Context: an optimization exercise on an open-source flow, tuned for small area, a short achievable clock period and few clock cycles per item. The choices shown serve that exercise and are no tape-out recipe.
In this exercise RTL edits were held to simulation tests only and were not proved equivalent to the original.

==> design.v <==
module ime_sbox_top (
  input  wire [7:0]  a,
  output wire [11:0] m
);
  wire U0 = a[7], U1 = a[6], U2 = a[5], U3 = a[4], U4 = a[3], U5 = a[2], U6 = a[1], U7 = a[0];
  wire T1, T2, T3, T4, T5, T6, T7, T8, T9, T10, T11, T12;
  wire T13, T14, T15, T16, T17, T18, T19, T20, T21, T22, T23, T24;
  wire T25, T26, T27, M1, M2, M3, M4, M5, M6, M7, M8, M9;
  wire M10, M11, M12, M13, M14, M15, M16, M17, M18, M19, M20, M21;
  wire M22, M23, M24, M25, M26, M27, M28, M29, M30, M31, M32, M33;
  wire M34, M35, M36, M37, M38, M39, M40;
  assign T1 = U0 ^ U3;
  assign T2 = U0 ^ U5;
  assign T3 = U0 ^ U6;
  assign T4 = U3 ^ U5;
  assign T5 = U4 ^ U6;
  assign T6 = T1 ^ T5;
  assign T7 = U1 ^ U2;
  assign T8 = U7 ^ T6;
  assign T9 = U7 ^ T7;
  assign T10 = T6 ^ T7;
  assign T11 = U1 ^ U5;
  assign T12 = U2 ^ U5;
  assign T13 = T3 ^ T4;
  assign T14 = T6 ^ T11;
  assign T15 = T5 ^ T11;
  assign T16 = T5 ^ T12;
  assign T17 = T9 ^ T16;
  assign T18 = U3 ^ U7;
  assign T19 = T7 ^ T18;
  assign T20 = T1 ^ T19;
  assign T21 = U6 ^ U7;
  assign T22 = T7 ^ T21;
  assign T23 = T2 ^ T22;
  assign T24 = T2 ^ T10;
  assign T25 = T20 ^ T17;
  assign T26 = T3 ^ T16;
  assign T27 = T1 ^ T12;
  assign M1 = T13 & T6;
  assign M2 = T23 & T8;
  assign M3 = T14 ^ M1;
  assign M4 = T19 & U7;
  assign M5 = M4 ^ M1;
  assign M6 = T3 & T16;
  assign M7 = T22 & T9;
  assign M8 = T26 ^ M6;
  assign M9 = T20 & T17;
  assign M10 = M9 ^ M6;
  assign M11 = T1 & T15;
  assign M12 = T4 & T27;
  assign M13 = M12 ^ M11;
  assign M14 = T2 & T10;
  assign M15 = M14 ^ M11;
  assign M16 = M3 ^ M2;
  assign M17 = M5 ^ T24;
  assign M18 = M8 ^ M7;
  assign M19 = M10 ^ M15;
  assign M20 = M16 ^ M13;
  assign M21 = M17 ^ M15;
  assign M22 = M18 ^ M13;
  assign M23 = M19 ^ T25;
  assign M24 = M22 ^ M23;
  assign M25 = M22 & M20;
  assign M26 = M21 ^ M25;
  assign M27 = M20 ^ M21;
  assign M28 = M23 ^ M25;
  assign M29 = M28 & M27;
  assign M30 = M26 & M24;
  assign M31 = M20 & M23;
  assign M32 = M27 & M31;
  assign M33 = M27 ^ M25;
  assign M34 = M21 & M22;
  assign M35 = M24 & M34;
  assign M36 = M24 ^ M25;
  assign M37 = M21 ^ M29;
  assign M38 = M32 ^ M33;
  assign M39 = M23 ^ M30;
  assign M40 = M35 ^ M36;
  assign m = {M37, M38, M39, M40, T1, T2, T3, T6, T8, T9, T16, T20};
endmodule
module ime_sbox_bot (
  input  wire [11:0] m,
  output wire [7:0]  y
);
  wire M37, M38, M39, M40, T1, T2, T3, T6, T8, T9, T16, T20;
  assign {M37, M38, M39, M40, T1, T2, T3, T6, T8, T9, T16, T20} = m;
  wire T4, T10, T13, T27, T15, T17, T19, T22, T23, U7;
  assign T4 = T1 ^ T2;
  assign T10 = T8 ^ T9;
  assign T13 = T4 ^ T3;
  assign T27 = T6 ^ T16;
  assign T15 = T10 ^ T27;
  assign T17 = T9 ^ T16;
  assign T19 = T1 ^ T20;
  assign T22 = T3 ^ T20;
  assign T23 = T22 ^ T2;
  assign U7 = T6 ^ T8;
  wire M41, M42, M43, M44, M45, M46, M47, M48, M49, M50, M51, M52;
  wire M53, M54, M55, M56, M57, M58, M59, M60, M61, M62, M63, L0;
  wire L1, L2, L3, L4, L5, L6, L7, L8, L9, L10, L11, L12;
  wire L13, L14, L15, L16, L17, L18, L19, L20, L21, L22, L23, L24;
  wire L25, L26, L27, L28, L29, S0, S1, S2, S3, S4, S5, S6;
  wire S7;
  assign M41 = M38 ^ M40;
  assign M42 = M37 ^ M39;
  assign M43 = M37 ^ M38;
  assign M44 = M39 ^ M40;
  assign M45 = M42 ^ M41;
  assign M46 = M44 & T6;
  assign M47 = M40 & T8;
  assign M48 = M39 & U7;
  assign M49 = M43 & T16;
  assign M50 = M38 & T9;
  assign M51 = M37 & T17;
  assign M52 = M42 & T15;
  assign M53 = M45 & T27;
  assign M54 = M41 & T10;
  assign M55 = M44 & T13;
  assign M56 = M40 & T23;
  assign M57 = M39 & T19;
  assign M58 = M43 & T3;
  assign M59 = M38 & T22;
  assign M60 = M37 & T20;
  assign M61 = M42 & T1;
  assign M62 = M45 & T4;
  assign M63 = M41 & T2;
  assign L0 = M61 ^ M62;
  assign L1 = M50 ^ M56;
  assign L2 = M46 ^ M48;
  assign L3 = M47 ^ M55;
  assign L4 = M54 ^ M58;
  assign L5 = M49 ^ M61;
  assign L6 = M62 ^ L5;
  assign L7 = M46 ^ L3;
  assign L8 = M51 ^ M59;
  assign L9 = M52 ^ M53;
  assign L10 = M53 ^ L4;
  assign L11 = M60 ^ L2;
  assign L12 = M48 ^ M51;
  assign L13 = M50 ^ L0;
  assign L14 = M52 ^ M61;
  assign L15 = M55 ^ L1;
  assign L16 = M56 ^ L0;
  assign L17 = M57 ^ L1;
  assign L18 = M58 ^ L8;
  assign L19 = M63 ^ L4;
  assign L20 = L0 ^ L1;
  assign L21 = L1 ^ L7;
  assign L22 = L3 ^ L12;
  assign L23 = L18 ^ L2;
  assign L24 = L15 ^ L9;
  assign L25 = L6 ^ L10;
  assign L26 = L7 ^ L9;
  assign L27 = L8 ^ L10;
  assign L28 = L11 ^ L14;
  assign L29 = L11 ^ L17;
  assign S0 = L6 ^ L24;
  assign S1 = ~(L16 ^ L26);
  assign S2 = ~(L19 ^ L28);
  assign S3 = L6 ^ L21;
  assign S4 = L20 ^ L22;
  assign S5 = L25 ^ L29;
  assign S6 = ~(L13 ^ L27);
  assign S7 = ~(L6 ^ L23);
  assign y = {S0, S1, S2, S3, S4, S5, S6, S7};
endmodule
module ime_ks (
  input  wire         clk,
  input  wire         rst,          
  input  wire         key_we,
  input  wire [2:0]   key_idx,
  input  wire [31:0]  key_wdata,
  input  wire         req_valid,
  output wire         req_ready,
  input  wire [15:0]  req_epoch,
  input  wire [2:0]   req_port,
  input  wire [28:0]  req_line,
  output wire         ks_valid,
  input  wire         ks_ready,
  output wire [1:0]   ks_blk,
  output wire [127:0] ks_data
);
  localparam U  = 7;            
  localparam QN = 5;            
  localparam QA = 3;            
  localparam TW = QA + 4;       
  genvar g, u;
  integer i;
  reg [255:0] key;
  reg  [7:0]  kw_en;               
  reg  [31:0] kw_data;
  wire        kw_we = |kw_en;
  integer     kwi;
  always @(posedge clk) begin
    kw_en   <= key_we ? (8'h80 >> key_idx) : 8'h00;
    kw_data <= key_wdata;
    for (kwi = 0; kwi < 8; kwi = kwi + 1)
      if (kw_en[7-kwi])
        key[255 - 32*kwi -: 32] <= kw_data;
  end
  function [7:0] xtime(input [7:0] b);
    xtime = {b[6:0], 1'b0} ^ (b[7] ? 8'h1b : 8'h00);
  endfunction
  function [31:0] mixcol(input [31:0] c);
    reg [7:0] a0, a1, a2, a3;
    begin
      a0 = c[31:24]; a1 = c[23:16]; a2 = c[15:8]; a3 = c[7:0];
      mixcol[31:24] = xtime(a0) ^ (xtime(a1) ^ a1) ^ a2 ^ a3;
      mixcol[23:16] = a0 ^ xtime(a1) ^ (xtime(a2) ^ a2) ^ a3;
      mixcol[15:8]  = a0 ^ a1 ^ xtime(a2) ^ (xtime(a3) ^ a3);
      mixcol[7:0]   = (xtime(a0) ^ a0) ^ a1 ^ a2 ^ xtime(a3);
    end
  endfunction
  function [127:0] mixcolumns(input [127:0] s);
    mixcolumns = {mixcol(s[127:96]), mixcol(s[95:64]), mixcol(s[63:32]), mixcol(s[31:0])};
  endfunction
  function [127:0] shiftrows(input [127:0] s);
    integer k;
    begin
      for (k = 0; k < 16; k = k + 1)
        shiftrows[127 - 8*k -: 8] = s[127 - 8*(((k/4 + k%4) % 4)*4 + k%4) -: 8];
    end
  endfunction
  function [127:0] kstep(input [127:0] old, input [31:0] t);
    reg [31:0] p0, p1, p2, p3;
    begin
      p0 = old[127:96];
      p1 = p0 ^ old[95:64];
      p2 = p1 ^ old[63:32];
      p3 = p2 ^ old[31:0];
      kstep = {p0 ^ t, p1 ^ t, p2 ^ t, p3 ^ t};
    end
  endfunction
  function [QA:0] pinc(input [QA:0] p);
    pinc = (p == 2*QN - 1) ? {(QA+1){1'b0}} : p + 1'b1;
  endfunction
  function [QA-1:0] pidx(input [QA:0] p);
    pidx = (p >= QN) ? p - QN : p;
  endfunction
  reg  [4:0]    ph;                  
  reg  [QA:0]   hd, tl;              
  reg  [QA:0]   el;                  
  reg  [1:0]    eb;                  
  reg  [1:0]    nb;                  
  reg           ov;                  
  reg  [1:0]    ob;
  reg           rdy;
  reg  [47:0]   q [0:QN-1];          
  reg  [127:0]  e_odd, e_even;       
  reg  [47:0]   kmid;                
  reg  [127:0]  r0 [0:U-1];
  reg  [191:0]  r1 [0:U-1];
  reg  [TW-1:0] t0 [0:U-1];          
  reg  [TW-1:0] t1 [0:U-1];
  reg  [127:0]  outr;
  wire [127:0]  rk [0:U-1];          
  wire [31:0] ksin = ph[1] ? e_even[31:0] : {e_odd[23:0], e_odd[31:24]};
  wire [47:0] kmid_n;
  wire [31:0] ksub;
  generate
    for (g = 0; g < 4; g = g + 1) begin : g_ksbox
      ime_sbox_top u_kt (.a(ksin[31 - 8*g -: 8]), .m(kmid_n[47 - 12*g -: 12]));
      ime_sbox_bot u_kb (.m(kmid[47 - 12*g -: 12]), .y(ksub[31 - 8*g -: 8]));
    end
  endgenerate
  wire [7:0]   rcon   = 8'h01 << ph[4:2];
  wire [31:0]  kt     = ph[1] ? (ksub ^ {rcon, 24'h0}) : ksub;
  wire         first  = (ph[4:2] == 3'd0);
  always @(posedge clk) begin
    kmid <= kmid_n;
    if (ph[1:0] == 2'd0)
      e_odd <= first ? key[127:0] : kstep(e_odd, kt);
    if (ph[1:0] == 2'd2)
      e_even <= kstep(first ? key[255:128] : e_even, kt);
  end
  generate
    for (u = 0; u < U; u = u + 1) begin : g_ku
      reg [127:0] kr;
      reg         ld;
      integer j;
      always @(*) begin
        ld = 1'b0;
        for (j = u + 1; j <= 14; j = j + U)
          if (ph == 2*j - 1) ld = 1'b1;
      end
      always @(posedge clk) begin
        if (ld)
          kr <= ph[1] ? e_even : e_odd;
      end
      assign rk[u] = kr;
    end
  endgenerate
  wire [127:0] nxt [0:U-1];
  wire [127:0] srl;
  generate
    for (u = 0; u < U; u = u + 1) begin : g_unit
      wire [191:0] m;
      wire [127:0] sb;
      for (g = 0; g < 16; g = g + 1) begin : g_sbox
        ime_sbox_top u_t (.a(r0[u][127 - 8*g -: 8]), .m(m[191 - 12*g -: 12]));
        ime_sbox_bot u_b (.m(r1[u][191 - 12*g -: 12]), .y(sb[127 - 8*g -: 8]));
      end
      wire [127:0] sr = shiftrows(sb);
      if (u == U - 1) begin : g_last
        assign srl = sr;
      end
      if (U == 14 && u == U - 1) begin : g_nomc
        assign nxt[u] = 128'd0;
      end else begin : g_mc
        assign nxt[u] = (u == U - 1) ? mixcolumns(sr) : mixcolumns(sr) ^ rk[u];
      end
      always @(posedge clk) begin
        r1[u] <= m;
      end
    end
  endgenerate
  wire [127:0] fin = srl ^ rk[U-1];    
  wire          win    = (ph < 2*U);                  
  reg           busy;                                 
  always @(*) begin
    busy = 1'b0;
    for (i = 0; i < U; i = i + 1)
      busy = busy | t0[i][TW-1] | t1[i][TW-1];
  end
  wire          entry  = win && (ph == 5'd0 || busy) && (el != tl);
  wire [47:0]   qctr   = q[pidx(el)];
  wire [127:0]  newblk = {qctr ^ key[255:208], key[207:130], key[129:128] ^ eb};
  wire          kill   = rst || key_we || kw_we;
  wire [TW-1:0] xt     = t1[U-1];                    
  wire          exit_v = win && xt[TW-1];
  wire          ofree  = !ov || ks_ready;
  wire          match  = exit_v && (xt[TW-2:2] == hd) && (xt[1:0] == nb);
  wire          take   = match && ofree;
  wire          fail   = match && !ofree;
  wire          retire = take && (xt[1:0] == 2'd3);
  wire          acc    = req_valid && rdy;
  wire [QA:0]   hd_n   = retire ? pinc(hd) : hd;
  wire [QA:0]   tl_n   = acc ? pinc(tl) : tl;
  wire [QA:0]   cnt_n  = (tl_n >= hd) ? tl_n - hd : tl_n + 2*QN - hd;
  always @(posedge clk) begin
    r0[0] <= (nxt[U-1] & {128{~entry}}) ^ (entry ? newblk : rk[U-1]);
    for (i = 1; i < U; i = i + 1)
      r0[i] <= nxt[i-1];
    if (kill) begin
      for (i = 0; i < U; i = i + 1) begin
        t0[i] <= {TW{1'b0}};
        t1[i] <= {TW{1'b0}};
      end
    end else begin
      t0[0] <= entry ? {1'b1, el, eb} : (win ? {TW{1'b0}} : t1[U-1]);
      for (i = 1; i < U; i = i + 1)
        t0[i] <= t1[i-1];
      for (i = 0; i < U; i = i + 1)
        t1[i] <= t0[i];
    end
  end
  always @(posedge clk) begin
    if (acc)
      q[pidx(tl)] <= {req_epoch, req_port, req_line};
    if (take) begin
      outr <= fin;
      ob   <= xt[1:0];
    end
  end
  always @(posedge clk) begin
    if (rst) begin
      ph  <= 5'd0;
      hd  <= {(QA+1){1'b0}};
      tl  <= {(QA+1){1'b0}};
      el  <= {(QA+1){1'b0}};
      eb  <= 2'd0;
      nb  <= 2'd0;
      ov  <= 1'b0;
      rdy <= 1'b1;
    end else begin
      if (!busy && !entry)
        ph <= 5'd0;
      else
        ph <= (ph == 5'd27) ? 5'd0 : ph + 5'd1;
      if (fail) begin
        el <= hd;
        eb <= nb;
      end else if (entry) begin
        eb <= eb + 2'd1;
        if (eb == 2'd3)
          el <= pinc(el);
      end
      if (take) begin
        ov <= 1'b1;
        nb <= nb + 2'd1;
      end else if (ks_ready) begin
        ov <= 1'b0;
      end
      hd  <= hd_n;
      tl  <= tl_n;
      rdy <= (cnt_n != QN);
    end
  end
  assign req_ready = rdy;
  assign ks_valid  = ov;
  assign ks_blk    = ob;
  assign ks_data   = outr;
endmodule
==> flow/run.sh <==
#!/bin/bash
# Own flow: the standard layout (standard.sh) with three changes:
#  - synthesis runs flow/my_synth.tcl: the standard synthesis script with
#    Yosys's default ABC mapping script in place of ORFS's speed script
#    (same flip-flops and register names);
#  - after global placement, flow/near_pins.tcl moves the registers that
#    drive output ports next to those ports (ORFS's PRE_RESIZE hook);
#  - the detailed router gets more antenna repair iterations.
set -euo pipefail
W=$(pwd)
export PRE_RESIZE_TCL=$W/flow/near_pins.tcl
sed -e "s#SYNTH_SCRIPT=[^ ]*#SYNTH_SCRIPT=$W/flow/my_synth.tcl MAX_REPAIR_ANTENNAS_ITER_DRT=15#" standard.sh > own.sh
grep -q "SYNTH_SCRIPT=$W/flow/my_synth.tcl" own.sh
bash own.sh > layout.log 2>&1
==> flow/my_synth.tcl <==
# The standard synthesis (synth_recipe.tcl, which runs ORFS's synth.tcl), with
# one change: the technology mapping uses Yosys's default ABC script (area
# oriented, with the clock period as delay target) instead of ORFS's speed
# script. Everything else, flip-flop mapping and register names included, is
# the standard synthesis.
proc abc {args} {
  set out {}
  set skip 0
  foreach a $args {
    if {$skip} { set skip 0; continue }
    if {$a eq "-script"} { set skip 1; continue }
    lappend out $a
  }
  yosys abc {*}$out
}
source [file join [file dirname [file normalize [info script]]] .. synth_recipe.tcl]
==> flow/near_pins.tcl <==
# PRE_RESIZE hook (after global placement, before the first repair_design):
# put each flip-flop whose output drives only an output port's buffer on the
# spot of that buffer, next to the pin; detailed placement later legalizes it.
# These registers' paths to the outputs have the least slack, and the global
# placer leaves them near the logic that feeds them instead.
set block [ord::get_db_block]
set moved 0
foreach inst [$block getInsts] {
  if {![[$inst getMaster] isSequential]} continue
  set q [$inst findITerm Q]
  if {$q eq "NULL" || $q eq ""} continue
  set net [$q getNet]
  if {$net eq "NULL" || $net eq ""} continue
  set iterms [$net getITerms]
  if {[llength $iterms] != 2} continue
  foreach it $iterms {
    set other [$it getInst]
    if {[$other getName] eq [$inst getName]} continue
    if {![string match output* [$other getName]]} continue
    lassign [$other getLocation] x y
    $inst setLocation $x $y
    incr moved
  }
}
puts "near_pins: moved $moved flip-flops next to their output buffers"
==> standard.sh <==
#!/bin/bash
# synth_recipe.tcl (not shown) runs the flow's synth.tcl, then flattens the netlist and writes it again
# the make line also repeats each setting of config.mk as NAME=value (left out here)
make -C /OpenROAD-flow-scripts/flow DESIGN_CONFIG=/design/flow/config.mk WORK_HOME=/design/flow/orfs CLKGATE_MAP_FILE= SYNTH_SCRIPT=/design/flow/synth_recipe.tcl "${@:-finish}"
==> config.mk <==
export PLATFORM = sky130hd
export DESIGN_NAME = ime_ks
export DESIGN_NICKNAME = ime_ks
export VERILOG_FILES = /design/flow/design.v
export SDC_FILE = /design/flow/constraint.sdc
export NUM_CORES = 8
export LEC_CHECK = 0
export ABC_CLOCK_PERIOD_IN_PS = 3300
export CAP_MARGIN = 20
export CORE_MARGIN = 2
export CORE_UTILIZATION = 45
export CTS_CLUSTER_DIAMETER = 80
export CTS_CLUSTER_SIZE = 20
export SETUP_SLACK_MARGIN = 4.7
export SLEW_MARGIN = 45
==> constraint.sdc <==
create_clock -name core_clock -period 8.0 [get_ports {clk}]
set_input_delay 1.6000 -clock core_clock [delete_from_list [all_inputs] [get_ports {clk}]]
set_output_delay 1.6000 -clock core_clock [all_outputs]
set_load 0.01 [all_outputs]
==> results list, run 1 <==
- CTS built an H-tree with a depth of 5.
* Hold Path Class: reg -> reg
- Row count: 283
* Total global-route track usage: between 20% and 30%
- Number of synthesized flops with an enable pin: roughly 1,800
- The smallest clock period supported by the final layout is computed as ~3.4 ns.
- Slew at the pin closest to its max-slew limit: 0.889 ns
- Fmax: 0.296 GHz
- Entering global routing, the biggest net connects around 120 pins.
- Total Routed Length: between 900,000 and 1,000,000 um
- Summing every instance area after synthesis gives 0.267 mm^2.
- STA puts the critical path data required time at around 8.8 ns.
* Detailed-placement wirelength estimate: slightly above 700,000 um
- In the final routed layout, each cell accounts on average for around 26 um.
- First-pass GRT wire length: between 1,000,000 and 1,500,000 um
- CTS saw 4,227 sinks.
- Setup repair after global routing could not meet its margin everywhere.
* Area of the core: 0.593 mm^2
- The run finished with no timing, DRC or antenna violations.
* Clock transition at path regs: roughly 0.080 ns
- TritonCTS created slightly above 300 clock buffers.
- In this run the worst setup path begins at r1[4][104]$_DFF_P_.
- Post-route DRC: 0
* Mean Syn Cell Area: 10.3 um^2
- The number of nets in the synthesized netlist is ~26,000.
- TritonCTS built the clock tree.
- STA classifies the critical path endpoint as a flip-flop.
- The pre-antenna-repair detailed-routing pass consisted of 6 iterations.
- Routability-driven placement finished with a final weighted congestion of roughly 0.97.
- Count of nets left with antenna violations after detail routing: 0
- Initial core utilization: 45.1%
* Layout cells sized above 1: around an eighth
- Length in cells of the worst reg-to-reg path: 11
* Highest fanout seen on the critical path: 5
- Measured against its own limit, the worst slew margin works out to just over 40%.
- DRC violation total after the first TritonRoute iteration: between 15,000 and 20,000
- Fin crit share: 42.3%
- GRT Residual Overflow: 0
- Buffers placed on the I/O ports in this run total 219.
* Number of maximum-capacitance constraint violations: 0
- Sequential-to-total area share from yosys stat: roughly two fifths
- In the routed layout, each cell is associated on average with a via count of 5.18.
- Worst Path Class, Setup: reg -> reg
- The worst register-to-register path has a setup slack of roughly 4.6 ns.
* Yosys top cell area share: roughly 29%
- Sum Neg Setup Slack: 0 ns
- The later pin in the worst-skew pair is clocked with a latency of approximately 1.1 ns.
- For this run, the number of Yosys warnings is 9.
- Design Area, Final: slightly above 0.3 mm^2
- Pins Over Slew Limit: 0
- Cell count after synthesis: 26,000
- On the final layout, the worst hold slack is ~0.42 ns.
- Die height: 775 um
- The tree is rooted in a sky130_fd_sc_hd__clkbuf_16.
* Critical Path AT: 4.20 ns
* Die Span X: about 770 um
- Setup violations remaining at the end of the flow were counted as 0.
* Total via count in the routed design: roughly 180k
* RR Startpoint: r1[4][104]$_DFF_P_
* Ports: 220
* Max Root-Sink Buffers: 4
- Filler instances: between 50,000 and 60,000
* Util after Layout: a little over half
- NumNets Final: roughly 27,000
- Number of library cell types mapped by synthesis: 61
- The worst register-to-register path ends at r0[5][55]$_DFF_P_.
- The via count of the first global-routing pass came to 175,000.
* Antenna violations before repair: 176
- Area Overhead vs Synth: 16.2%
- The die covers between 0.6 and 0.7 mm^2.
- Top area cells in the synthesized netlist: sky130_fd_sc_hd__xnor2_1, sky130_fd_sc_hd__edfxtp_1, sky130_fd_sc_hd__dfxtp_1, sky130_fd_sc_hd__xor2_1, sky130_fd_sc_hd__nand2_1
- The biggest area contributor in the post-synthesis netlist is sky130_fd_sc_hd__xnor2_1.
- Counting flops with an async set or reset pin after synthesis yields a share of 0%.
* Startpoint type of the worst setup path: flip-flop
* Crit path capture: r0[5][55]$_DFF_P_
- Hold-fix buffers at CTS: 0
* Worst clock skew: around 0.12 ns
- FF+latch count, synth: 4,227
- Final hold violation count: 0
- Instance area after placement: ~0.28 mm^2
* Top_reg_cell synth: sky130_fd_sc_hd__dfxtp_1
==> cells in the final DEF (no fill, tap or decap), types with 86 or more instances in the layout <==
master	count
sky130_fd_sc_hd__a211oi_1	86
sky130_fd_sc_hd__nor2b_1	95
sky130_fd_sc_hd__o21ai_0	356
sky130_fd_sc_hd__buf_4	698
sky130_fd_sc_hd__xnor2_4	109
sky130_fd_sc_hd__xor2_2	314
sky130_fd_sc_hd__xor2_1	5034
sky130_fd_sc_hd__dfxtp_2	118
sky130_fd_sc_hd__mux2i_1	180
sky130_fd_sc_hd__xnor2_2	909
sky130_fd_sc_hd__diode_2	542
sky130_fd_sc_hd__clkbuf_16	325
sky130_fd_sc_hd__and2_1	298
sky130_fd_sc_hd__nand2_1	2735
sky130_fd_sc_hd__buf_2	125
sky130_fd_sc_hd__a21oi_1	657
sky130_fd_sc_hd__edfxtp_1	1778
sky130_fd_sc_hd__clkdlybuf4s50_1	87
sky130_fd_sc_hd__ha_1	248
sky130_fd_sc_hd__nor2_1	1010
sky130_fd_sc_hd__inv_1	526
sky130_fd_sc_hd__xnor2_1	7860
sky130_fd_sc_hd__mux2_2	96
sky130_fd_sc_hd__dfxtp_1	2315
sky130_fd_sc_hd__xor2_4	93
==> state kept, by name, summed over array words and instances, names as in the netlist, 128 cells and up <==
signal / count
q: 240
e_odd: 128
key: 256
r0: 896
r1: 1344
g_ku.kr: 896
e_even: 128
outr: 128
==> worst min path at each step <==
stage,start,endpoint,slack (ns),cells after the start
after floorplan,t1[0][0]$_SDFF_PP0_,t0[1][0]$_SDFF_PP0_,0.41,1
after global placement,t0[5][2]$_SDFF_PP0_,t1[5][2]$_SDFF_PP0_,0.41,1
after detailed placement,t0[5][4]$_SDFF_PP0_,t1[5][4]$_SDFF_PP0_,0.41,1
after CTS,t0[6][4]$_SDFF_PP0_,t1[6][4]$_SDFF_PP0_,0.43,1
after global routing,t0[1][5]$_SDFF_PP0_,t1[1][5]$_SDFF_PP0_,0.44,1
final,t0[4][4]$_SDFF_PP0_,t1[4][4]$_SDFF_PP0_,0.42,1
==> metrics by stage <==
| stage | setup slack (ns) | std cells |
|---|---|---|
| 6_report | 4.62 | 35700 |
| 5_1_grt | 4.54 | 35300 |
| 4_1_cts | 4.58 | 34800 |
| 3_5_place_dp | 3.55 | 34100 |
| 3_3_place_gp | 3.17 | 34100 |
| 2_1_floorplan | 1.56 | 26000 |
==> cell usage after synthesis (all sizes together) (49+ instances only) <==
cell type	n
xor2	5441
mux2	137
clkbuf	243
nor2b	105
and2	303
nor2	1024
a21oi	685
a211oi	86
o21ai	420
edfxtp	1778
nand2b	77
xnor3	101
nand2	2746
o22ai	59
xnor2	8877
a31oi	53
a32o	49
dfxtp	2449
or2	78
mux2i	209
inv	529
nand4	68
ha	252
==> cells by family after synthesis <==
kind of cell | after synthesis | synth area share, %
flip-flops | 4227 | 38.3
AO/OA/AOI/OAI | 1419 | 2.95
XOR/XNOR | 14400 | 48.0
multiplexers | 346 | 1.36
buffers and inverters | 793 | 1.12
adder cells (fa/ha/maj) | 255 | 1.20
AND/OR/NAND/NOR | 4527 | 7.08
==> routing by layer <==
metal  part of all wire (%)  vias to the layer above  track usage (%)
li1                       -                    85200                -
met1                     40                    89600             38.4
met2                     44                     8285             45.8
met3                    8.6                     1740             5.32
met4                    6.9                       18             19.1
met5                  0.014                        -                0
==> area by class of cell <==
class,count,area (um^2),share of cell area (%)
multi-input cells,21000,176000,56.6
flip-flops and latches,4227,103000,33.0
well taps,7837,9810,3.16
repair buffers,1013,8640,2.78
clock buffers,410,8520,2.74
inverters,529,2000,0.643
clock inverters,153,1880,0.606
diodes,542,1360,0.437
==> what timing repair did <==
| action | in CTS | in global routing |
|---|---|---|
| endpoints found under the setup margin | 1005 | 911 |
| gates resized for setup | 1249 | 864 |
| buffers inserted | 139 | 332 |
| pin swaps | 115 | 226 |
| cloned | 9 | 3 |
==> worst max-delay path, cell delays in order, from the launching register on <==
cell and delay (ns):
sky130_fd_sc_hd__dfxtp_1 0.45, sky130_fd_sc_hd__xor2_1 0.27, sky130_fd_sc_hd__xnor2_1 0.20, sky130_fd_sc_hd__nor2b_1 0.11, sky130_fd_sc_hd__o21ai_1 0.27, sky130_fd_sc_hd__xnor2_1 0.17, sky130_fd_sc_hd__xnor2_2 0.40, sky130_fd_sc_hd__xnor2_1 0.14
sky130_fd_sc_hd__buf_4 0.21, sky130_fd_sc_hd__xnor2_1 0.28, sky130_fd_sc_hd__xnor2_1 0.16, sky130_fd_sc_hd__xnor2_2 0.52
Testbench counts, summed over its fixed seeds: cycles 3,232, items 384.
==> run 2, diff against run 1 <==
--- a/config.mk
+++ b/config.mk
@@ -8,7 +8,7 @@
 export ABC_CLOCK_PERIOD_IN_PS = 3300
 export CAP_MARGIN = 20
 export CORE_MARGIN = 2
-export CORE_UTILIZATION = 45
+export CORE_UTILIZATION = 50
 export CTS_CLUSTER_DIAMETER = 80
 export CTS_CLUSTER_SIZE = 20
 export SETUP_SLACK_MARGIN = 4.7
==> results list, run 2 <==
* Result of the run: finished clean
- The worst-skew pair later-pin latency was 1.07 ns (-0.02 ns).
- The multiplexer share of the synthesized area was 1.36% (unchanged).
* Depth of the CTS H-tree: 5 (unchanged)
- The die extent in y is 735 um (-5.1%).
- Mean Syn Cell Area: 10.3 um^2 (unchanged)
* Clock period minus worst slack: 3.33 ns (-0.0498 ns)
- Area fraction in compound gates after synthesis: 2.95% (unchanged)
- The number of storage elements in the synthesis netlist is 4,227 (unchanged).
- Commonest non-fill, non-tap cells in the layout: sky130_fd_sc_hd__xnor2_1, sky130_fd_sc_hd__xor2_1, sky130_fd_sc_hd__nand2_1
* Length in cells of the worst reg-to-reg path: 11 (unchanged)
* Die Span X: 735 um (-5.1%)
* Ports: 220 (unchanged)
* CP delay by family, top: XOR/XNOR gates
- Flip-flop count of the largest register, all copies and words added: 1,344 (unchanged)
- Most common cell in the netlist: sky130_fd_sc_hd__xnor2_1
- Final hold violation count: 0 (unchanged)
* Instance area after placement: 0.283 mm^2 (-0.35%)
* Top_reg_cell synth: sky130_fd_sc_hd__dfxtp_1
- FFs w/ async S/R, synth: 0% (unchanged)
- After synthesis, the largest family of logic cells by area is XOR/XNOR gates.
- The buffering stage count on the worst path with inverters included came to 1 (unchanged).
- Tracing the worst setup path back leads to its startpoint at kmid[18]$_DFF_P_.
- The minimum setup slack among reg-to-reg paths came to 4.67 ns (+0.05 ns).
* Slew at the pin closest to its max-slew limit: 0.934 ns (+0.0449 ns)
- CP Cell Sequence: xor2_2 > nor2b_2 > xor3_2 > xnor2_4 > buf_4 > xor2_4 > xnor2_2 > xor2_1 > xor2_1 > xor2_1 > a21oi_1
* Max Root-Sink Buffers: 4 (unchanged)
- Design Area, Final: 0.310 mm^2 (-0.12%)
- Vias/cell: 5.31 (+2.6%)
- First-pass GRT wire length: 1,290,000 um (+0.92%)
* Antenna violations before repair: 183 (+4.0%)
- The placer's final routability congestion estimate came to 0.973 (+0.62%).
- Total global-route track usage: 33.5% (+3.9 points)
* Yosys top cell area share: 29.1% (unchanged)
- Cell area after synthesis: 0.267 mm^2 (unchanged)
- In this design, the critical path's most frequently occurring cell is sky130_fd_sc_hd__xor2_1.
- CTS Root Buffer Type: sky130_fd_sc_hd__clkbuf_16
* Area leader, netlist: sky130_fd_sc_hd__xnor2_1
- Number of maximum-capacitance constraint violations: 0 (unchanged)
- XOR/XNOR share of the synthesized area: 48.0% (unchanged)
* Hold Path Class: reg -> reg
* Most frequent cells after synthesis: sky130_fd_sc_hd__xnor2_1, sky130_fd_sc_hd__xor2_1, sky130_fd_sc_hd__nand2_1
* Row count: 268 (-5.3%)
- Startpoint type of the worst setup path: flip-flop
* Worst clock skew: 0.107 ns (-0.0109 ns)
- Total via count in the routed design: 185,000 (+0.10%)
* Number of port buffers: 219 (unchanged)
- The relative max-transition margin was 37.8% (-2.6 points).
- In this run the critical register-to-register path is captured at e_odd[10]$_DFFE_PN_.
- The area fraction in and, or, nand and nor cells after synthesis was 7.08% (unchanged).
- The data arrival time of the worst path was 4.08 ns (-0.12 ns).
- The number of buffers inserted during clock tree synthesis came to 302 (-0.98%).
- The number of nets produced by synthesis was 26,300 (unchanged).
- The number of sinks on the clock net is 4,227 (unchanged).
- Among all stages on the critical path, the largest delay is contributed by sky130_fd_sc_hd__xor3_2.
- Highest fanout seen on the critical path: 3 (-2)
* Endpoint with the worst hold slack: t1[6][2]$_SDFF_PP0_
* Initial core utilization: 50.2% (+5.1 points)
* Count of nets left with antenna violations after detail routing: 0 (unchanged)
- Leaving out fill and tap cells, the most frequent cell in the layout is sky130_fd_sc_hd__xnor2_1.
* Most flop-heavy register: r1
- Maximum number of pins on one net before global-route repair: 118 (-0.84%)
- Number of library cell types mapped by synthesis: 61 (unchanged)
- Setup repair after global routing could not meet its margin everywhere.
- Filler instances: 45,700 (-13%)
* Type of destination of the critical path: flip-flop
* RR Startpoint: kmid[18]$_DFF_P_
- The startpoint identified for the worst hold timing path is t0[6][2]$_SDFF_PP0_.
- Count of synthesis-stage warnings from yosys: 9 (unchanged)
- Post-route DRC: 0 (unchanged)
- Layout cells sized above 1: 12.5% (+0.22 points)
- The final-report setup violation count is 0 (unchanged).
* Fmax: 0.300 GHz (+1.5%)
- The per-cell routed wire length is 27.0 um (+3.5%).
- The first-pass iteration count of the detailed router came to 6 (unchanged).
* Die Footprint: 0.540 mm^2 (-9.9%)
- WP depth: 11 (unchanged)
- The final clock period utilization by the worst path came to 41.6% (-0.62 points).
- The violation count after the first detailed-route iteration came to 19,100 (+7.0%).
- Crit path required time: 8.75 ns (-0.07 ns)
- Sequential-to-total area share from yosys stat: 38.3% (unchanged)
- From synthesis to final layout, the design area changed by 16.1%.
* Area of the core: 0.532 mm^2 (-10%)
- The final global-route overflow total was 0 (unchanged).
- NumNets Final: 27,400 (+0.018%)
- The final core utilization came to 58.3% (+5.9 points).
* Maximum single-stage delay on the critical path: 0.53 ns (about the same)
* Cell count after synthesis: 26,000 (unchanged)
- The instance count along the most critical hold path was 1 (unchanged).
- The largest registers in the layout are r1 (1344), g_ku.kr (896), r0 (896).
* Number of global-route vias before repair: 174,000 (-1.1%)
- Top area cells in the synthesized netlist: sky130_fd_sc_hd__xnor2_1, sky130_fd_sc_hd__edfxtp_1, sky130_fd_sc_hd__dfxtp_1, sky130_fd_sc_hd__xor2_1, sky130_fd_sc_hd__nand2_1
- Pins Over Slew Limit: 0 (unchanged)
* Total Routed Length: 942,000 um (+1.0%)
- Worst Path Class, Setup: reg -> reg
- Sum Neg Setup Slack: 0 ns (unchanged)
- TritonCTS built the clock tree.
- The half-perimeter wire length of the detailed placement result was 711,000 um (+0.44%).
- The adder and majority gate portion of the synthesized area came to 1.20% (unchanged).
- The CTS clock-pin slew for the worst setup and hold paths is 0.09 ns (about the same).
* Number of synthesized flops with an enable pin: 1,778 (unchanged)
-- run 2: cell type report --
type	instances	area [um^2]	area share, %
multi-input combinational	21000	177000	56.9
clock buffer	418	8520	2.75
inverter	529	1990	0.642
timing repair buffer	1024	8850	2.85
antenna	496	1240	0.400
sequential	4227	103000	33.1
tap	7020	8780	2.83
clock inverter	139	1760	0.566
-- run 2: worst max-delay path by stage --
stage	slack, ns	end
floorplan	1.56	nb[1]$_SDFFE_PP0P_
global placement	3.43	rdy$_SDFF_PP1_
detailed placement	3.55	rdy$_SDFF_PP1_
CTS	4.54	r0[5][89]$_DFF_P_
global route	4.59	r0[4][52]$_DFF_P_
finish	4.67	e_odd[10]$_DFFE_PN_
-- run 2: metrics by stage --
step | hold WS [ns] | cells | setup WS, ns
6_report | 0.425 | 34800 | 4.67
5_1_grt | 0.432 | 34500 | 4.59
4_1_cts | 0.419 | 34000 | 4.54
3_5_place_dp | 0.410 | 33300 | 3.55
3_3_place_gp | 0.408 | 33300 | 3.43
2_1_floorplan | 0.406 | 26000 | 1.56
-- run 2: worst reg2reg max path, cell delays in order (launching register included) --
cell and delay, ns:
sky130_fd_sc_hd__dfxtp_1 0.43, sky130_fd_sc_hd__xor2_2 0.23, sky130_fd_sc_hd__nor2b_2 0.22, sky130_fd_sc_hd__xor3_2 0.53
sky130_fd_sc_hd__xnor2_4 0.28, sky130_fd_sc_hd__buf_4 0.19, sky130_fd_sc_hd__xor2_4 0.22, sky130_fd_sc_hd__xnor2_2 0.16
sky130_fd_sc_hd__xor2_1 0.27, sky130_fd_sc_hd__xor2_1 0.26, sky130_fd_sc_hd__xor2_1 0.17, sky130_fd_sc_hd__a21oi_1 0.08
-- run 2: cells by family after synthesis --
kind of cell / count (synthesis)
AO/OA/AOI/OAI: 1419
XOR/XNOR: 14400
adder cells (fa/ha/maj): 255
buffers and inverters: 793
flip-flops: 4227
multiplexers: 346
AND/OR/NAND/NOR: 4527
-- run 2: metal layers --
layer,wire length (um),vias to the layer above,track usage [%],part of all wire (%)
met5,424,-,0,0.045
met2,420000,8426,51.1,45
met3,83300,1610,5.59,8.8
met4,51200,26,18.7,5.4
li1,-,85100,-,-
met1,387000,89800,45.4,41
-- run 2: what timing repair did --
action | in CTS | in global routing
setup buffers | 154 | 340
endpoints found under the setup margin | 1116 | 822
pin swaps | 121 | 240
cloned | 2 | 4
resized for setup | 1243 | 936
hold buffers | 0 | 0
==> run 3, diff against run 2 <==
--- a/flow/run.sh
+++ b/flow/run.sh
@@ -1,7 +1,7 @@
 #!/bin/bash
 # Own flow: the standard layout (standard.sh) with three changes:
 #  - synthesis runs flow/my_synth.tcl: the standard synthesis script with
-#    Yosys's default ABC mapping script in place of ORFS's speed script
+#    an area-recovering ABC script (flow/area.abc) in place of ORFS's speed script
 #    (same flip-flops and register names);
 #  - after global placement, flow/near_pins.tcl moves the registers that
 #    drive output ports next to those ports (ORFS's PRE_RESIZE hook);
==> flow/area.abc (new file) <==
strash
dc2
dc2
&get -n
&dch -f
&nf -R 1000
&put
==> flow/my_synth.tcl (replaced) <==
# The standard synthesis (synth_recipe.tcl, which runs ORFS's synth.tcl), with
# one change: the technology mapping uses flow/area.abc, an area-recovering
# ABC script (dc2 rewriting, then choice-based mapping with &nf area
# recovery), instead of ORFS's speed script. Everything else, flip-flop
# mapping and register names included, is the standard synthesis.
set ::own_abc_script [file join [file dirname [file normalize [info script]]] area.abc]
proc abc {args} {
  set out {}
  set skip 0
  foreach a $args {
    if {$skip} { set skip 0; continue }
    if {$a eq "-script"} { set skip 1; continue }
    lappend out $a
  }
  yosys abc -script $::own_abc_script {*}$out
}
source [file join [file dirname [file normalize [info script]]] .. synth_recipe.tcl]
==> results list, run 3 <==
- Area Overhead vs Synth: 16.9%
- GRT Residual Overflow: 0 (unchanged)
- Die height: 731 um (-0.55%)
- In this run the clock root is driven by a sky130_fd_sc_hd__clkbuf_16.
- The worst setup path is launched from a flip-flop.
* Clock tree from TritonCTS: built
- Counting flops per register, the top entry is r1.
- Leaving out fill and tap cells, the most frequent cells in the layout are sky130_fd_sc_hd__xnor2_1, sky130_fd_sc_hd__xor2_1, sky130_fd_sc_hd__dfxtp_1.
* Routability Congestion: 1.01 (+3.6%)
- The number of enable-type register cells in the synthesized netlist was 1,778 (unchanged).
* Instance area after placement: 0.282 mm^2 (-0.49%)
- The post-route worst hold slack came to 0.425 ns (-0.000458 ns).
- Antenna violations before repair: 175 (-4.4%)
- The worst-skew pair later-pin latency was 1.05 ns (-0.02 ns).
- Yosys attributes the largest share of cell area to sky130_fd_sc_hd__xnor2_1, sky130_fd_sc_hd__edfxtp_1, sky130_fd_sc_hd__dfxtp_1, sky130_fd_sc_hd__xor2_1, sky130_fd_sc_hd__nand2_1.
- Flip-flop count of the largest register, all copies and words added: 1,344 (unchanged)
- Max Root-Sink Buffers: 4 (unchanged)
* Area leader, netlist: sky130_fd_sc_hd__xnor2_1
- Initial core utilization: 50.1% (-0.12 points)
* Most common cell in the netlist: sky130_fd_sc_hd__xnor2_1
* Design Area, Final: 0.309 mm^2 (-0.43%)
- The count of antenna-violating nets left after detailed routing is 0 (unchanged).
- FFs w/ async S/R, synth: 0% (unchanged)
- Number of port buffers: 219 (unchanged)
* Maximum number of pins on one net before global-route repair: 119 (+0.85%)
* Highest fanout seen on the critical path: 84 (+81)
* Filler instances: 45,200 (-1.0%)
* First-pass GRT wire length: 1,300,000 um (+0.52%)
- Number of maximum-capacitance constraint violations: 0 (unchanged)
- Area occupied by multi-input gates: 0.174 mm^2 (-1.3%)
- Mean Syn Cell Area: 10.2 um^2 (-0.79%)
- The number of slew-limit violations in the final report is 0 (unchanged).
* Total number of clock tree sinks: 4,227 (unchanged)
- Clock transition at path regs: 0.10 ns (about the same)
- The final routed wirelength across all metal layers is 948,000 um (+0.72%).
* Util after Layout: 58.5% (+0.26 points)
- The data arrival time of the worst path is 4.08 ns (about the same).
- The post-synthesis cell area came to 0.264 mm^2 (-1.1%).
- The relative max-transition margin came to 36.3% (-1.4 points).
- Count of synthesis-stage warnings from yosys: 9 (unchanged)
- The number of H-tree levels is 5 (unchanged).
- Fin crit share: 43.2% (+1.6 points)
- The summed negative setup slack over all endpoints came to 0 ns (unchanged).
- NumNets Final: 27,700 (+0.88%)
* Total via count in the routed design: 185,000 (+0.13%)
- The first-pass iteration count of the detailed router is 6 (unchanged).
- The total routing resource utilization after global routing came to 34.1% (+0.60 points).
- STA classifies the critical path endpoint as a flip-flop.
- Die Footprint: 0.535 mm^2 (-1.1%)
- The maximum clock frequency came to 0.289 GHz (-3.6%).
- The critical path in this run is classified as reg -> reg.
* Unrepaired setup endpoints after global routing: true
- The fraction of the yosys area taken by sequential cells is 38.7% (+0.43 points).
* Crit path required time: 8.62 ns (-0.13 ns)
* DRC violation total after the first TritonRoute iteration: 17,000 (-11%)
* Most common cell after layout, fill and taps aside: sky130_fd_sc_hd__xnor2_1
* Most frequent cells after synthesis: sky130_fd_sc_hd__xnor2_1, sky130_fd_sc_hd__xor2_1, sky130_fd_sc_hd__dfxtp_1
* Layout cells sized above 1: 12.3% (-0.13 points)
- The number of buffers inserted during clock tree synthesis came to 308 (+2.0%).
* Hold-fix buffers at CTS: 0 (unchanged)
- Worst clock skew: 0.0829 ns (-0.0241 ns)
* Top_reg_cell synth: sky130_fd_sc_hd__dfxtp_1
- The number of library cell types mapped by synthesis came to 46 (-25%).
- Post-Place Cells: 33,500 (+0.52%)
- The half-perimeter wire length of the detailed placement result was 741,000 um (+4.2%).
- Detailed-route wire length per cell: 27.2 um (+0.48%)
- The total core area was 0.528 mm^2 (-0.88%).
- The minimum clock period after layout is 3.46 ns (+0.126 ns).
- Cell count after synthesis: 25,900 (-0.32%)
- Slew at the pin closest to its max-slew limit: 0.954 ns (+0.0202 ns)
- Hold Path Class: reg -> reg
* Result of the run: finished clean
- FF+latch count, synth: 4,227 (unchanged)
- Register area: 0.103 mm^2 (+0.10%)
- Ports: 220 (unchanged)
* Number of global-route vias before repair: 176,000 (+1.5%)
- Setup-failing EPs final: 0 (unchanged)
- The die extent in x was 731 um (-0.55%).
- The final cell count without fillers was 34,900 (+0.24%).
* Vias/cell: 5.30 (-0.10%)
* Post-route DRC: 0 (unchanged)
- Synthesized net count: 26,300 (-0.31%)
- The number of cell rows is 267 (-0.37%).
- Yosys top cell area share: 30.7% (+1.7 points)
* Regs by FF count: r1 (1344), g_ku.kr (896), r0 (896)
- Final hold violation count: 0 (unchanged)
-- run 3: worst max-delay path: stages, from the launching register on --
cell                       delay (ns)
sky130_fd_sc_hd__dfxtp_4         0.38
sky130_fd_sc_hd__buf_12          0.16
sky130_fd_sc_hd__clkinv_1        0.11
sky130_fd_sc_hd__ha_1            0.70
sky130_fd_sc_hd__nand2_1         0.32
sky130_fd_sc_hd__o21ai_4         0.46
sky130_fd_sc_hd__buf_12          0.28
sky130_fd_sc_hd__buf_16          0.34
-- run 3: worst paths after layout --
path / depth (start not counted) / to / from / slack [ns]
max: 7 / g_ku[2].kr[120]$_DFFE_PP_ / ph[1]$_SDFF_PP0_ / 4.54
min: 1 / t0[3][1]$_SDFF_PP0_ / t1[2][1]$_SDFF_PP0_ / 0.42
max reg2reg: 7 / g_ku[2].kr[120]$_DFFE_PP_ / ph[1]$_SDFF_PP0_ / 4.54
min reg2reg: 1 / t0[3][1]$_SDFF_PP0_ / t1[2][1]$_SDFF_PP0_ / 0.42
-- run 3: repair_timing --
item	in CTS	in global routing
cloned	1	8
resized for setup	1154	1028
pin swaps	122	269
setup buffers	155	372
setup endpoints to repair	1908	1067
hold endpoints to repair	0	0
-- run 3: metrics by stage --
step,setup WS (ns)
after floorplan,-2.46
after global placement,3.22
after detailed placement,3.32
after CTS,4.59
after global routing,4.47
final,4.54
-- run 3: layout make-up --
type                            instances  area share [%]
Antenna cell                          358           0.290
Clock buffer                          409            2.73
Clock inverter                        158           0.653
Inverter                              561           0.683
Multi-Input combinational cell      21100            56.4
Sequential cell                      4227            33.2
Tap cell                             6994            2.83
Timing Repair Buffer                 1077            3.16
-- run 3: per-layer routing --
metal / up-vias / share of wire [%] / GRT usage [%]
met2: 7249 / 45 / 54.2
met5: - / 0.023 / 0
met4: 26 / 8.5 / 24.8
met3: 1776 / 7.3 / 5.11
li1: 86300 / - / -
met1: 89900 / 39 / 42.4
-- run 3: cells by family (layout without fill, tap and decap cells) --
group | count (synthesis) | in the layout | synth area share, %
buf+inv | 561 | 2205 | 0.797
fa+ha+maj | 255 | 255 | 1.22
flops | 4227 | 4227 | 38.7
other cells | 0 | 358 | 0
compound gates | 2177 | 2178 | 4.41
simple gates | 4343 | 4344 | 7.04
xor+xnor | 14100 | 14100 | 46.6
mux | 294 | 294 | 1.17
==> run 4, diff against run 3 <==
--- a/design.v
+++ b/design.v
@@ -181,8 +181,8 @@
   output wire [127:0] ks_data
 );
   localparam U  = 7;            
-  localparam QN = 5;            
-  localparam QA = 3;            
+  localparam QN = 4;            
+  localparam QA = 2;            
   localparam TW = QA + 4;       
   genvar g, u;
   integer i;
@@ -245,8 +245,8 @@
   reg           ov;                  
   reg  [1:0]    ob;
   reg           rdy;
-  reg  [47:0]   q [0:QN-1];          
-  reg  [127:0]  e_odd, e_even;       
+  reg  [48*QN-1:0] q;                
+  reg  [127:0]  e_cur, e_prev;       
   reg  [47:0]   kmid;                
   reg  [127:0]  r0 [0:U-1];
   reg  [191:0]  r1 [0:U-1];
@@ -254,7 +254,7 @@
   reg  [TW-1:0] t1 [0:U-1];
   reg  [127:0]  outr;
   wire [127:0]  rk [0:U-1];          
-  wire [31:0] ksin = ph[1] ? e_even[31:0] : {e_odd[23:0], e_odd[31:24]};
+  wire [31:0] ksin = ph[1] ? e_cur[31:0] : {e_cur[23:0], e_cur[31:24]};
   wire [47:0] kmid_n;
   wire [31:0] ksub;
   generate
@@ -265,13 +265,13 @@
   endgenerate
   wire [7:0]   rcon   = 8'h01 << ph[4:2];
   wire [31:0]  kt     = ph[1] ? (ksub ^ {rcon, 24'h0}) : ksub;
-  wire         first  = (ph[4:2] == 3'd0);
+  wire         first  = (ph == 5'd0);
   always @(posedge clk) begin
     kmid <= kmid_n;
-    if (ph[1:0] == 2'd0)
-      e_odd <= first ? key[127:0] : kstep(e_odd, kt);
-    if (ph[1:0] == 2'd2)
-      e_even <= kstep(first ? key[255:128] : e_even, kt);
+    if (!ph[0]) begin
+      e_cur  <= first ? key[127:0] : kstep(e_prev, kt);
+      e_prev <= first ? key[255:128] : e_cur;
+    end
   end
   generate
     for (u = 0; u < U; u = u + 1) begin : g_ku
@@ -285,7 +285,7 @@
       end
       always @(posedge clk) begin
         if (ld)
-          kr <= ph[1] ? e_even : e_odd;
+          kr <= e_cur;
       end
       assign rk[u] = kr;
     end
@@ -322,14 +322,23 @@
     for (i = 0; i < U; i = i + 1)
       busy = busy | t0[i][TW-1] | t1[i][TW-1];
   end
-  wire          entry  = win && (ph == 5'd0 || busy) && (el != tl);
-  wire [47:0]   qctr   = q[pidx(el)];
+  wire [QA:0]   cnt    = (tl >= hd) ? tl - hd : tl + 2*QN - hd;
+  wire [QA:0]   edist  = (el >= hd) ? el - hd : el + 2*QN - hd;
+  wire          eavail = (edist < cnt) || (edist == cnt && req_valid);
+  wire          entry  = win && (ph == 5'd0 || busy) && eavail;
+  reg  [47:0]   qsel;
+  always @(*) begin
+    qsel = q[47:0];
+    for (i = 1; i < QN; i = i + 1)
+      if (pidx(el) == i) qsel = q[48*i +: 48];
+  end
+  wire [47:0]   qctr   = (el == tl) ? {req_epoch, req_port, req_line} : qsel;
   wire [127:0]  newblk = {qctr ^ key[255:208], key[207:130], key[129:128] ^ eb};
   wire          kill   = rst || key_we || kw_we;
   wire [TW-1:0] xt     = t1[U-1];                    
   wire          exit_v = win && xt[TW-1];
   wire          ofree  = !ov || ks_ready;
-  wire          match  = exit_v && (xt[TW-2:2] == hd) && (xt[1:0] == nb);
+  wire          match  = exit_v && (xt[TW-2:2] == hd) && (xt[1:0] == nb) && (hd != tl);
   wire          take   = match && ofree;
   wire          fail   = match && !ofree;
   wire          retire = take && (xt[1:0] == 2'd3);
@@ -356,7 +365,7 @@
   end
   always @(posedge clk) begin
     if (acc)
-      q[pidx(tl)] <= {req_epoch, req_port, req_line};
+      q[48*pidx(tl) +: 48] <= {req_epoch, req_port, req_line};
     if (take) begin
       outr <= fin;
       ob   <= xt[1:0];
--- a/flow/run.sh
+++ b/flow/run.sh
@@ -1,7 +1,7 @@
 #!/bin/bash
 # Own flow: the standard layout (standard.sh) with three changes:
 #  - synthesis runs flow/my_synth.tcl: the standard synthesis script with
-#    an area-recovering ABC script (flow/area.abc) in place of ORFS's speed script
+#    Yosys's default ABC mapping script in place of ORFS's speed script
 #    (same flip-flops and register names);
 #  - after global placement, flow/near_pins.tcl moves the registers that
 #    drive output ports next to those ports (ORFS's PRE_RESIZE hook);
==> flow/my_synth.tcl (replaced) <==
# The standard synthesis (synth_recipe.tcl, which runs ORFS's synth.tcl), with
# one change: the technology mapping uses Yosys's default ABC script (area
# oriented, with the clock period as delay target) instead of ORFS's speed
# script. Everything else, flip-flop mapping and register names included, is
# the standard synthesis.
proc abc {args} {
  set out {}
  set skip 0
  foreach a $args {
    if {$skip} { set skip 0; continue }
    if {$a eq "-script"} { set skip 1; continue }
    lappend out $a
  }
  yosys abc {*}$out
}
source [file join [file dirname [file normalize [info script]]] .. synth_recipe.tcl]
--- a/config.mk
+++ b/config.mk
@@ -8,7 +8,7 @@
 export ABC_CLOCK_PERIOD_IN_PS = 3300
 export CAP_MARGIN = 20
 export CORE_MARGIN = 2
-export CORE_UTILIZATION = 50
+export CORE_UTILIZATION = 58
 export CTS_CLUSTER_DIAMETER = 80
 export CTS_CLUSTER_SIZE = 20
 export SETUP_SLACK_MARGIN = 4.7
removed: flow/area.abc
==> results list, run 4 <==
- On the critical path, the stage with the largest delay is an instance of sky130_fd_sc_hd__xnor3_1.
- Number of library cell types mapped by synthesis: 54 (+17%)
- Clock latency on the worst-skew pair: 1.01 ns (-0.04 ns)
* Number of global-route vias before repair: 177,000 (+0.54%)
- The slew at the pin closest to its max-slew limit is 0.910 ns (-0.0442 ns).
- Crit path launch: r1[6][142]$_DFF_P_
- Count of buffering cells on the critical path with inverters included: 1 (-3)
- The flip-flop count of the largest register, all copies and words added is 1,344 (unchanged).
* Final hold violation count: 0 (unchanged)
* Total via count in the routed design: 184,000 (-0.90%)
* Maximum number of pins on one net before global-route repair: 157 (+32%)
* GRT Residual Overflow: 0 (unchanged)
* Top_reg_cell synth: sky130_fd_sc_hd__dfxtp_1
- The die extent in y is 681 um (-6.9%).
- The worst register-to-register path begins at r1[6][142]$_DFF_P_.
- Setup repair after global routing could not meet its margin everywhere.
- The violation count after the first detailed-route iteration was 17,900 (+5.3%).
* Pins Over Slew Limit: 0 (unchanged)
- The number of nets produced by synthesis came to 26,500 (+1.0%).
- Die Footprint: 0.464 mm^2 (-13%)
- In the post-synthesis netlist, the biggest area contributors are sky130_fd_sc_hd__xnor2_1, sky130_fd_sc_hd__edfxtp_1, sky130_fd_sc_hd__dfxtp_1, sky130_fd_sc_hd__xor2_1, sky130_fd_sc_hd__nand2_1.
- The post-detailed-route via-to-cell ratio came to 5.46 (+3.0%).
- Clock transition at path regs: 0.09 ns (about the same)
* CP delay by family, top: XOR/XNOR gates
- Crit path required time: 8.89 ns (+0.27 ns)
- First-pass GRT wire length: 1,270,000 um (-2.6%)
- Total clock buffers created by CTS: 278 (-9.7%)
- Leaving out fill and tap cells, the most frequent cells in the layout are sky130_fd_sc_hd__xnor2_1, sky130_fd_sc_hd__xor2_1, sky130_fd_sc_hd__nand2_1.
- Number of port buffers: 219 (unchanged)
* Clock period minus worst slack: 3.41 ns (-0.0458 ns)
- From synthesis to final layout, the design area changed by 15.0%.
- The cell count after synthesis is 26,200 (+1.0%).
- Depth of the CTS H-tree: 5 (unchanged)
* Most common cell after layout, fill and taps aside: sky130_fd_sc_hd__xnor2_1
* Critical path's most frequent cell: sky130_fd_sc_hd__xnor2_1
- Ports: 220 (unchanged)
* Length in cells of the worst reg-to-reg path: 12 (+5)
- Remaining max-slew budget at the tightest pin: 38.7% (+2.4 points)
- Antenna violations before repair: 139 (-21%)
- Layout cells sized above 1: 11.8% (-0.56 points)
- WP depth: 12 (+5)
* Row count: 248 (-7.1%)
* FF+latch count, synth: 4,162 (-1.5%)
- Hold path start: t0[6][2]$_SDFF_PP0_
* Drt first pass iters: 6 (unchanged)
* Most flop-heavy register: r1
* Number of synthesized flops with an enable pin: 1,730 (-2.7%)
* Regs by FF count: r1 (1344), g_ku.kr (896), r0 (896)
- Highest fanout seen on the critical path: 7 (-92%)
* Util after Layout: 67.0% (+8.5 points)
- Crit path capture: r0[0][91]$_DFF_P_
* Sum Neg Setup Slack: 0 ns (unchanged)
- Area leader, netlist: sky130_fd_sc_hd__xnor2_1
* Critical Path AT: 4.31 ns (+0.23 ns)
* R2r setup slk: 4.59 ns (+0.05 ns)
- The placer's final routability congestion estimate came to 1.04 (+3.3%).
* Detailed-placement wirelength estimate: 730,000 um (-1.5%)
- Area of the core: 0.456 mm^2 (-14%)
* Die Span X: 681 um (-6.9%)
- The DRC violation count after routing was 0 (unchanged).
- The final routed wirelength across all metal layers was 911,000 um (-4.0%).
- The share of async-settable or async-resettable flops after synthesis was 0% (unchanged).
* Worst Path Class, Setup: reg -> reg
- The per-cell routed wire length was 27.1 um (-0.16%).
- The share of the synthesized area in the top cell type came to 28.8% (-1.9 points).
- The commonest cells after synthesis are sky130_fd_sc_hd__xnor2_1, sky130_fd_sc_hd__xor2_1, sky130_fd_sc_hd__nand2_1.
- The tree is rooted in a sky130_fd_sc_hd__clkbuf_16.
- Initial core utilization: 58.3% (+8.2 points)
- Walking the worst path, the cells encountered are xor2_1 > xnor2_1 > nor2_1 > xnor2_1 > xnor3_1 > xnor2_1 > buf_4 > xor2_2 > xnor3_1 > a21oi_1 > o21ai_0 > xnor2_1.
- Sequential-to-total area share from yosys stat: 37.9% (-0.87 points)
- Worst clock skew: 0.0661 ns (-0.0168 ns)
* Cell area after synthesis: 0.266 mm^2 (+0.52%)
- The number of sinks on the clock net came to 4,162 (-1.5%).
- The largest stage delay on the critical path came to 0.47 ns (-0.23 ns).
- The deepest clock path buffer count came to 4 (unchanged).
* Hold Path Class: reg -> reg
- Fmax: 0.293 GHz (+1.3%)
* Clock tree from TritonCTS: built
- Type of destination of the critical path: flip-flop
- Yosys instantiated no cell more often than sky130_fd_sc_hd__xnor2_1.
- The number of warning messages in the yosys log is 9 (unchanged).
- NumNets Final: 27,600 (-0.27%)
- The total routing resource utilization after global routing came to 37.9% (+3.8 points).
- Fin crit share: 42.6% (-0.57 points)
- Setup-failing EPs final: 0 (unchanged)
- Startpoint type of the worst setup path: flip-flop
- The flow ran to the end and the layout has no timing, DRC or antenna violations.
- Mean Syn Cell Area: 10.1 um^2 (-0.52%)
* Count of nets left with antenna violations after detail routing: 0 (unchanged)
- Terminus of the critical flop-to-flop path: r0[0][91]$_DFF_P_
* Number of maximum-capacitance constraint violations: 0 (unchanged)
## run 4: layer usage
layer | up-vias | global-route usage (%) | part of all wire, %
li1 | 85200 | - | -
met3 | 1945 | 5.42 | 7.8
met2 | 7639 | 60.5 | 45
met1 | 88700 | 46.5 | 38
met4 | 18 | 29.0 | 9.7
met5 | - | 0 | 0.015
## run 4: layout make-up
class / instances / area, um^2
Inverter: 687 / 2590
Timing Repair Buffer: 1075 / 9960
Antenna cell: 133 / 333
Tap cell: 6000 / 7510
Multi-Input combinational cell: 21000 / 175000
Sequential cell: 4162 / 101000
Clock buffer: 402 / 7880
Timing Repair inverter: 1 / 7.51
Clock inverter: 101 / 1130
Fill cell: 35900 / 151000
## run 4: worst register-to-register path, cell delays in order (launching register included)
cell and delay (ns):
sky130_fd_sc_hd__dfxtp_1 0.44, sky130_fd_sc_hd__xor2_1 0.29, sky130_fd_sc_hd__xnor2_1 0.14, sky130_fd_sc_hd__nor2_1 0.24, sky130_fd_sc_hd__xnor2_1 0.20, sky130_fd_sc_hd__xnor3_1 0.46
sky130_fd_sc_hd__xnor2_1 0.16, sky130_fd_sc_hd__buf_4 0.25, sky130_fd_sc_hd__xor2_2 0.23, sky130_fd_sc_hd__xnor3_1 0.47, sky130_fd_sc_hd__a21oi_1 0.13, sky130_fd_sc_hd__o21ai_0 0.13
sky130_fd_sc_hd__xnor2_1 0.17
## run 4: metrics by stage
step | cell area, um^2 | cells | worst slack (ns) | hold slack, ns
after detailed placement | 281000 | 32500 | 3.66 | 0.411
after global placement | 277000 | 32400 | 3.65 | 0.408
final | 306000 | 33600 | 4.59 | 0.410
after CTS | 296000 | 33100 | 4.55 | 0.408
after global routing | 305000 | 33500 | 4.49 | 0.438
after floorplan | 266000 | 26200 | 2.41 | 0.406
## run 4: timing repair
action                      CTS  global route
setup buffers               141           301
hold buffers                  0             0
gates resized for setup    1007           858
cloned                        4             5
pin swaps                    91           182
setup endpoints to repair  1213           938
## run 4: cell families (layout without fill, tap and decap cells)
logic type	count (synthesis)	in the layout	share of synthesized area (%)
other cells	0	133	0
flops	4162	4162	37.9
fa+ha+maj	258	258	1.22
compound gates	1725	1727	3.67
buf+inv	1006	2266	1.42
xor+xnor	14300	14300	47.7
mux	252	252	1.01
simple gates	4467	4468	7.05
## run 4: worst min path at each step
| stage | endpoint | cells past startpoint |
|---|---|---|
| floorplan | t0[1][0]$_SDFF_PP0_ | 1 |
| global placement | t1[4][0]$_SDFF_PP0_ | 1 |
| detailed placement | t1[4][0]$_SDFF_PP0_ | 1 |
| CTS | t1[6][2]$_SDFF_PP0_ | 1 |
| global route | t1[6][0]$_SDFF_PP0_ | 1 |
| finish | t1[6][2]$_SDFF_PP0_ | 1 |
Testbench counts of run 4, summed over its fixed seeds: cycles 3,224, items 384.

-- static timing again, ports no longer ideal --
The results above use ideal ports. As a check the final layouts listed here were re-extracted and re-timed, cells and wires unchanged.
Step 1: set_driving_cell puts a clkbuf_16 on clk and a buf_2 on each other input, an assumption about the parent block.
Step 2 also shifts input and output timing later by t, the mid clock arrival at the registers, as if the neighbouring blocks saw the same clock.
Slacks: no drivers / after step 1 / after step 2; pairs: no drivers / after step 1.
| run | shift t [ns] | slack for setup (ns) | latest minus earliest clock arrival (ns) | slew at the worst register clock pin (ns) | cell pins on the clock port's net |
|---|---|---|---|---|---|
| run 1 | 1.171 | 4.618 / 4.575 / 3.857 | 0.137 / 0.137 | 0.10 / 0.10 | 1 |
| run 2 | 1.155 | 4.668 / 4.606 / 3.790 | 0.109 / 0.109 | 0.10 / 0.10 | 1 |
| run 3 | 1.139 | 4.542 / 4.542 / 3.847 | 0.083 / 0.083 | 0.10 / 0.10 | 1 |
| run 4 | 1.103 | 4.588 / 4.588 / 4.119 | 0.077 / 0.078 | 0.09 / 0.09 | 1 |
After both steps every run listed still meets setup and hold. The setup slack of run 2, which loses most, moves by -0.062 ns with the drivers and by -0.878 ns with both steps.
